This design comes from an exercise in tuning for small area, a short achievable clock period and few clock cycles per item on the open sky130 flow, not from production work.
Function was checked by simulation only, so behaviour that the tests miss may differ from the original.

## seal_engine
module seal_engine (
    input  wire         clk,
    input  wire         rst,
    input  wire         in_valid,
    output wire         in_ready,
    input  wire [127:0] in_key,
    input  wire [16:0]  in_line,
    input  wire [255:0] in_data,
    output reg          out_valid,
    output wire [255:0] out_data
);
Size in the first run: about 5800 cells after synthesis.
Settings: LEC_CHECK=0, ABC_AREA=1, CAP_MARGIN=20, CORE_MARGIN=2, CORE_UTILIZATION=50, SLEW_MARGIN=20; clock period 11.0 ns.
standard.sh (not shown) runs the stock make flow with config.mk's settings and CLKGATE_MAP_FILE= SYNTH_SCRIPT=/design/flow/synth_recipe.tcl, a recipe that flattens the netlist after the stock synthesis.
==> flow/flow/run.sh <==
#!/bin/bash
# Own layout flow: the standard synthesis, then the combinational logic of
# its netlist is mapped again to the standard cells with flow/remap.abc (the
# registers stay the standard synthesis's cells, with their names), then the standard flow's
# standard layout from floorplan to finish on that netlist.
set -euo pipefail
W=$(pwd)
R=$W/orfs/results/$FLOW_PLATFORM/seal_engine/base
LIB=$FLOW_HOME/platforms/$FLOW_PLATFORM/lib/sky130_fd_sc_hd__tt_025C_1v80.lib
YOSYS=$(command -v yosys || echo /OpenROAD-flow-scripts/tools/install/yosys/bin/yosys)

bash standard.sh synth > std_synth.log 2>&1

cp $R/1_2_yosys.v $W/std_1_2_yosys.v
# registers and tie cells stay as they are: blackbox stubs for their types
SEQ=$(grep -oE 'sky130_fd_sc_hd__[a-z0-9_]+' $W/std_1_2_yosys.v | sort -u \
      | grep -E '__(df|edf|sdf|sedf|dl|conb)' | sed 's/^/=/' | tr '\n' ' ')
cat > $W/remap.ys <<EOT
read_liberty -lib $LIB
select $SEQ
write_verilog -blackboxes -selected $W/remap_stubs.v
design -reset
read_liberty -wb -ignore_miss_func $LIB
read_verilog -lib -overwrite $W/remap_stubs.v
read_verilog $W/std_1_2_yosys.v
hierarchy -check -top $FLOW_TOP
flatten -wb
opt_clean -purge
tee -o $W/remap_before.txt stat
abc -script $W/flow/remap.abc -liberty $LIB -dont_use *lpflow* -dont_use *probe* -constr $W/remap.constr -D 11000
opt_clean -purge
hilomap -singleton -hicell sky130_fd_sc_hd__conb_1 HI -locell sky130_fd_sc_hd__conb_1 LO
splitnets
opt_clean -purge
rename -hide w:* i:* %d o:* %d
tee -o $W/remap_stat.txt stat -liberty $LIB
write_verilog -noattr -noexpr -nohex -nodec $R/1_2_yosys.v
EOT
printf 'set_driving_cell sky130_fd_sc_hd__buf_1\nset_load 5\n' > $W/remap.constr
$YOSYS -l $W/remap_yosys.log -q -s $W/remap.ys > /dev/null 2>&1
$YOSYS -l $W/remap_check.log -q -p "read_liberty -lib $LIB; read_verilog $R/1_2_yosys.v; hierarchy -check -top $FLOW_TOP; check -assert" > /dev/null 2>&1
rm -f $R/1_synth.odb $R/1_synth.sdc

bash standard.sh SETUP_SLACK_MARGIN=7.0 "BUFFER_PORTS_ARGS=-buffer_cell sky130_fd_sc_hd__buf_1" \
    finish > std_finish.log 2>&1
==> flow/flow/remap.abc <==
&get -n
&st
&dch -f
&nf
&put
The first run completed without violations.
Testbench counts at the start, summed over its fixed seeds: cycles 15,384, lines 384.
Change:
--- a/flow/flow/run.sh
+++ b/flow/flow/run.sh
@@ -43,3 +43,2 @@
 
-bash standard.sh SETUP_SLACK_MARGIN=7.0 "BUFFER_PORTS_ARGS=-buffer_cell sky130_fd_sc_hd__buf_1" \
-    finish > std_finish.log 2>&1
+bash standard.sh SETUP_SLACK_MARGIN=7.0 finish > std_finish.log 2>&1
==> flow/flow/remap.abc (replaced) <==
strash
dc2
&get -n
&st
&dch -f
&nf
&put
buffer -c
upsize -c
dnsize -c
- CORE_UTILIZATION: 50 -> 40
What happened:
- The new run went through all stages and came out clean
- setup slack got worse by 0.16 ns
- routed wire length rose by 17%
- via count rose by 2.5%
- count of clock-buffer cells in the layout is unchanged
- register-to-register slack got worse by 0.10 ns
- clock skew rose by 0.0048 ns
Change:
--- a/flow/flow/run.sh
+++ b/flow/flow/run.sh
@@ -43,2 +43,3 @@
 
-bash standard.sh SETUP_SLACK_MARGIN=7.0 finish > std_finish.log 2>&1
+bash standard.sh SETUP_SLACK_MARGIN=7.3 "BUFFER_PORTS_ARGS=-buffer_cell sky130_fd_sc_hd__buf_1" \
+    finish > std_finish.log 2>&1
==> flow/flow/remap.abc (replaced) <==
&get -n
&st
&dch -f
&nf
&put
- CORE_UTILIZATION: 40 -> 50
The new run finished clean.
Hold slack hardly moves.
Core utilization rises by 15 points.
Clock-buffer cell count falls by 7.
Via count rises by 1.3%.
Design area falls by 1.1%.
Final cell count falls by 1.9%.
Die area falls by 23%.
Sequential share of layout area rises by 0.41 points.
Non-clock buffer count rises by 207.
Change:
--- a/flow/flow/run.sh
+++ b/flow/flow/run.sh
@@ -43,3 +43,3 @@
 
-bash standard.sh SETUP_SLACK_MARGIN=7.3 "BUFFER_PORTS_ARGS=-buffer_cell sky130_fd_sc_hd__buf_1" \
+bash standard.sh SETUP_SLACK_MARGIN=6.8 "BUFFER_PORTS_ARGS=-buffer_cell sky130_fd_sc_hd__buf_1" \
     finish > std_finish.log 2>&1
Result: Cell count falls by 3.3%. Sequential cell count stays the same. Routed wire length falls by 5.6%. Synthesized cell count stays the same. Worst setup slack is worse by 0.21 ns. Fmax falls by about 5%. First-iteration DRC count falls by 3.1%.
Change:
--- a/flow/flow/run.sh
+++ b/flow/flow/run.sh
@@ -43,3 +43,2 @@
 
-bash standard.sh SETUP_SLACK_MARGIN=6.8 "BUFFER_PORTS_ARGS=-buffer_cell sky130_fd_sc_hd__buf_1" \
-    finish > std_finish.log 2>&1
+bash standard.sh SETUP_SLACK_MARGIN=6.8 finish > std_finish.log 2>&1
==> flow/flow/remap.abc (replaced) <==
strash
dc2
&get -n
&st
&dch -f
&nf
&put
buffer -c
upsize -c
dnsize -c
- CORE_UTILIZATION: 50 -> 40
Clock skew shrinks by 0.0059 ns.
Global-route usage shrinks by 3.1 points.
Sequential cell count stays the same.
Change:
--- a/flow/flow/run.sh
+++ b/flow/flow/run.sh
@@ -43,2 +43,3 @@
 
-bash standard.sh SETUP_SLACK_MARGIN=6.8 finish > std_finish.log 2>&1
+bash standard.sh SETUP_SLACK_MARGIN=7.0 "BUFFER_PORTS_ARGS=-buffer_cell sky130_fd_sc_hd__buf_1" \
+    finish > std_finish.log 2>&1
==> flow/flow/remap.abc (replaced) <==
&get -n
&st
&dch -f
&nf
&put
- CORE_UTILIZATION: 40 -> 50
- CTS_BUF_LIST: default -> sky130_fd_sc_hd__clkbuf_8
Synthesized area came out lower by 4.3%.
Setup slack gains 0.19 ns.
Die area came out lower by 23%.
Final cell count drops by 2.5%.
Maximum frequency climbs by 4.8%.
Sequential share of layout area rises by 1.8 points.
Global-route usage is higher by 3.5 points.
Via count fell by 1.0%.

## separate check: timing with driven ports
No port has a modelled driver above. Below, the same layouts with a new extraction and two added sets of constraints.
Step 1: set_driving_cell puts a clkbuf_16 on clk and a buf_2 on each other input, an assumption about the parent block.
Step 2 adds t to the input delays and takes it off the output delays; t is the mean of the earliest and latest rising clock arrival at the registers after step 1. Input paths then give back, and output paths get back, about the clock's delay inside the block.
a / b / c = ideal ports / drivers / drivers and shift; a / b = the first two.
run | shift t [ns] | setup slack, ns | hold WS [ns] | worst setup path at the end
the first run | 0.752 | 7.051 / 7.051 / 6.390 | 0.366 / 0.366 / 0.366 | input to register
the second run | 0.798 | 6.890 / 6.936 / 6.138 | 0.363 / 0.363 / 0.363 | input to register
the third run | 0.766 | 7.125 / 7.125 / 6.622 | 0.363 / 0.363 / 0.363 | input to register
the fourth run | 0.762 | 6.913 / 6.913 / 6.242 | 0.363 / 0.363 / 0.363 | input to register
the fifth run | 0.801 | 6.800 / 6.800 / 6.063 | 0.363 / 0.363 / 0.363 | input to register
the sixth run | 0.934 | 6.991 / 6.991 / 6.337 | 0.365 / 0.365 / 0.365 | input to register
After both steps every run listed still meets setup and hold. For the second run, which loses most, drivers alone change the setup slack by +0.046 ns; drivers and shift together by -0.752 ns.
